Source: an optimization exercise on an open RTL-to-GDS flow (aim: small area, a short achievable clock period and few clock cycles per item). Production flows keep margins and buffers that such runs may drop. The RTL was checked by simulation tests, not by an equivalence proof against the original design. Power and IR drop assume default switching activity.

== run A ==
// le_fpu
module le_fpu (
    input  wire        clk,
    input  wire        rst,
    input  wire        in_valid,
    output wire        in_ready,
    input  wire [3:0]  in_fn,
    input  wire [31:0] in_a,
    input  wire [31:0] in_b,
    input  wire [31:0] in_c,
    output reg         out_valid,
    output reg  [31:0] out_result,
    output reg  [3:0]  out_flags
);
clock: 30.0 ns
lec_check: 0
cap_margin: 20
core_margin: 2
core_utilization: 60
cts_cluster_diameter: 80
cts_cluster_size: 24
place_density: 0.7
slew_margin: 20
standard.sh (not shown) runs the stock make flow with config.mk's settings and CLKGATE_MAP_FILE= SYNTH_SCRIPT=/design/flow/synth_recipe.tcl, a recipe that flattens the netlist after the stock synthesis.
==> flow/flow/run.sh <==
#!/bin/bash
# Own layout flow: the standard layout (standard.sh, all steps unchanged) with
#  - a hook after global placement, flow/ports.tcl, which gives the port buffers that
#    the standard flow inserts regular buffer cells (sky130_fd_sc_hd__buf_4 on outputs,
#    sky130_fd_sc_hd__buf_1 on inputs) in place of the slow delay-buffer cell it picks
#    by default;
#  - a setup slack margin of 23 ns for the standard repair_timing steps (after CTS and
#    after global routing), so that they work on every path longer than 7 ns of the
#    30 ns clock. The clock and the constraints are the design's own.
# All output of the layout goes to standard.log here; ORFS's per-step logs stay under
# orfs/logs.
set -euo pipefail
W=$(pwd)
export POST_GLOBAL_PLACE_TCL="$W/flow/ports.tcl"
bash standard.sh SETUP_SLACK_MARGIN=23.0 finish > "$W/standard.log" 2>&1
==> flow/flow/ports.tcl <==
# Port buffers: the standard flow's flow inserts one buffer per input and output port (buffer_ports).
# Give them regular buffer cells instead of the slow delay-buffer cell picked by default:
# sky130_fd_sc_hd__buf_4 on the outputs (their paths set the clock period) and
# sky130_fd_sc_hd__buf_1 on the inputs (their paths have slack to spare).
set n_swapped 0
foreach inst [[ord::get_db_block] getInsts] {
  set name [$inst getName]
  if {[regexp {^(input|output)[0-9]+$} $name -> kind]} {
    set want [expr {$kind eq "output" ? "sky130_fd_sc_hd__buf_4" : "sky130_fd_sc_hd__buf_1"}]
    if {[[$inst getMaster] getName] ne $want} {
      replace_cell [get_cells $name] [get_lib_cells */$want]
      incr n_swapped
    }
  }
}
puts "ports.tcl: $n_swapped port buffers replaced"
Run A went all the way through synthesis, placement and routing and the layout is clean on timing, DRC and antenna.
Testbench counts of run A, summed over its fixed seeds: cycles 16,024, items 16,000.
Modified inputs, run B compared to run A
Settings: changing CTS_CLUSTER_SIZE from 24 to 20; changing CTS_CLUSTER_DIAMETER from 80 to 100.
--- outcome ---
Run B | stages: all done | timing, DRC, antenna: all pass. Met3 track demand over resource: run B vs run A down 0.17 points. Design area was higher in run A than in run B. Wire length: run A vs run B — no meaningful difference.
> inputs changed (run B -> run C)
==> flow/flow/run.sh <==
#!/bin/bash
# Own layout flow: the standard layout (standard.sh, all steps unchanged) with two
# hooks:
#  - after global placement, flow/ports.tcl gives the port buffers that the standard
#    flow inserts regular buffer cells (sky130_fd_sc_hd__buf_4 on outputs,
#    sky130_fd_sc_hd__buf_1 on inputs) in place of the slow delay-buffer cell it picks
#    by default;
#  - before the standard repair_design after placement, flow/fanout.tcl sets a
#    maximum fanout, so that repair_design buffers wide select nets.
# All output of the layout goes to standard.log here; ORFS's per-step logs stay under
# orfs/logs.
set -euo pipefail
W=$(pwd)
export POST_GLOBAL_PLACE_TCL="$W/flow/ports.tcl"
export PRE_RESIZE_TCL="$W/flow/fanout.tcl"
bash standard.sh finish > "$W/standard.log" 2>&1
==> flow/flow/fanout.tcl (new file) <==
# Before the standard repair_design after global placement: cap the fanout of every
# net so that repair_design buffers the wide select nets (shifter and multiplexer
# controls) instead of leaving them on single small gates. Timing is still signed
# off against the design's constraints only.
set_max_fanout 10 [current_design]
puts "fanout.tcl: max fanout 10 for repair_design"
### Flow results
- Between run C and run B, it is run C whose maximum fanout count along the critical path is higher, by 9.
- The relative slew slack of run C is lower than that of run B.
- Run C vs. run B: wire length has increased; overall via count from detail_route grew by 3270; total routing resource utilization after global routing shows an increase of 5.2 points.
- Higher core utilization of the finished layout goes to run C over run B.
The following lists how run D was set up differently from run C:
==> flow/flow/run.sh <==
#!/bin/bash
# Own layout flow: the standard layout (standard.sh, all steps unchanged) with one
# hook after global placement, flow/ports.tcl, which gives the port buffers that the
# standard flow inserts regular buffer cells (sky130_fd_sc_hd__buf_4 on outputs,
# sky130_fd_sc_hd__buf_1 on inputs) in place of the slow delay-buffer cell it picks
# by default. All output of the layout goes to
# standard.log here; ORFS's per-step logs stay under orfs/logs.
set -euo pipefail
W=$(pwd)
export POST_GLOBAL_PLACE_TCL="$W/flow/ports.tcl"
bash standard.sh finish > "$W/standard.log" 2>&1
removed: flow/flow/fanout.tcl
Notes after the runs:
Run C → run D: global routing met3 resource utilization now smaller, area fraction of clock buffers and clock inverters comparable, static leakage now smaller, share of the final layout cell area in multi-input gates now larger.
When the final numbers for run D and run C were put side by side, the routed wire length on met2 turned out to be greater in run C.
[compare] base=run C new=run D: hold slack held, worst setup slack has increased.
Having completed the whole flow, run D delivered a layout that passed the timing, design-rule and antenna checks.


le_fpu, a different RTL version from the one above (not shown whole).
For scale: ~5100 cells after synthesis, ~400 flip-flops, ~140 I/O pins.
==> flow/config.mk <==
export PLATFORM = sky130hd
export DESIGN_NAME = le_fpu
export DESIGN_NICKNAME = le_fpu
export VERILOG_FILES = /design/flow/design.v
export SDC_FILE = /design/flow/constraint.sdc
export NUM_CORES = 4
export LEC_CHECK = 0
export CAP_MARGIN = 20
export CORE_MARGIN = 2
export CORE_UTILIZATION = 70
export CTS_CLUSTER_DIAMETER = 100
export CTS_CLUSTER_SIZE = 20
export PLACE_DENSITY = 0.8
export SLEW_MARGIN = 20
==> flow/constraint.sdc <==
create_clock -name core_clock -period 30.0 [get_ports {clk}]
set_input_delay 6.0000 -clock core_clock [delete_from_list [all_inputs] [get_ports {clk}]]
set_output_delay 6.0000 -clock core_clock [all_outputs]
set_load 0.01 [all_outputs]
==> flow/flow/run.sh <==
#!/bin/bash
# Own layout flow: the standard layout (standard.sh, all steps unchanged) with one
# hook after global placement, flow/ports.tcl, which gives the port buffers that the
# standard flow inserts regular buffer cells (sky130_fd_sc_hd__buf_4 on outputs,
# sky130_fd_sc_hd__buf_1 on inputs) in place of the slow delay-buffer cell it picks
# by default. All output of the layout goes to
# standard.log here; ORFS's per-step logs stay under orfs/logs.
set -euo pipefail
W=$(pwd)
export POST_GLOBAL_PLACE_TCL="$W/flow/ports.tcl"
bash standard.sh finish > "$W/standard.log" 2>&1
Scripts as last shown in full above: flow/flow/ports.tcl
Testbench counts at the start, summed over its fixed seeds: cycles 16,024, items 16,000.
==> next run, changes <==
--- a/flow/config.mk
+++ b/flow/config.mk
@@ -8,7 +8,7 @@
 export CAP_MARGIN = 20
 export CORE_MARGIN = 2
-export CORE_UTILIZATION = 70
+export CORE_UTILIZATION = 60
 export CTS_CLUSTER_DIAMETER = 100
 export CTS_CLUSTER_SIZE = 20
-export PLACE_DENSITY = 0.8
+export PLACE_DENSITY = 0.7
 export SLEW_MARGIN = 20
After rerunning: The new run passed the timing, design-rule and antenna checks. Critical path depth is unchanged. Hold slack is worse by 40 ps. Maximum frequency falls slightly. Cell area is higher slightly. Clock skew went up by 24 ps. Sequential share of layout area hardly moves. Clock power goes down slightly. Total power shrinks slightly. Worst setup slack loses 28 ps. Synthesized cell count stays the same. Global-route usage decreases by 5.8 points.

[afterwards: timing with drivers on the ports]
The results above use ideal ports. As a check the final layouts listed here were re-extracted and re-timed, cells and wires unchanged. Step 1, drivers: a clkbuf_16 drives clk and a buf_2 each remaining input, both assumed. Step 2, shift: input delay + t, output delay - t, t = (earliest + latest rising clock arrival at the registers) / 2. This alone moves slack from input paths to output paths. Three values: ideal, step 1, step 2; two values: the first two.
run | t, ns | slack for setup (ns) | worst hold slack (ns) | worst setup path after step 2 | worst slew at a driven data input, ns
run A | 0.669 | 22.955 / 22.880 / 23.271 | 0.332 / 0.332 / 0.332 | register to register | 0.05
run B | 0.656 | 22.981 / 22.907 / 23.329 | 0.329 / 0.329 / 0.329 | register to register | 0.05
run C | 0.676 | 18.534 / 18.534 / 18.534 | 0.330 / 0.330 / 0.330 | register to register | 0.05
run D | 0.656 | 22.697 / 22.697 / 22.697 | 0.329 / 0.329 / 0.329 | register to register | 0.06
the first run of note 2 | 0.671 | 22.933 / 22.861 / 23.288 | 0.330 / 0.330 / 0.330 | register to register | 0.04
the second run of note 2 | 0.691 | 22.905 / 22.831 / 23.318 | 0.290 / 0.290 / 0.290 | register to register | 0.04
After both steps setup and hold are still met in every run listed.
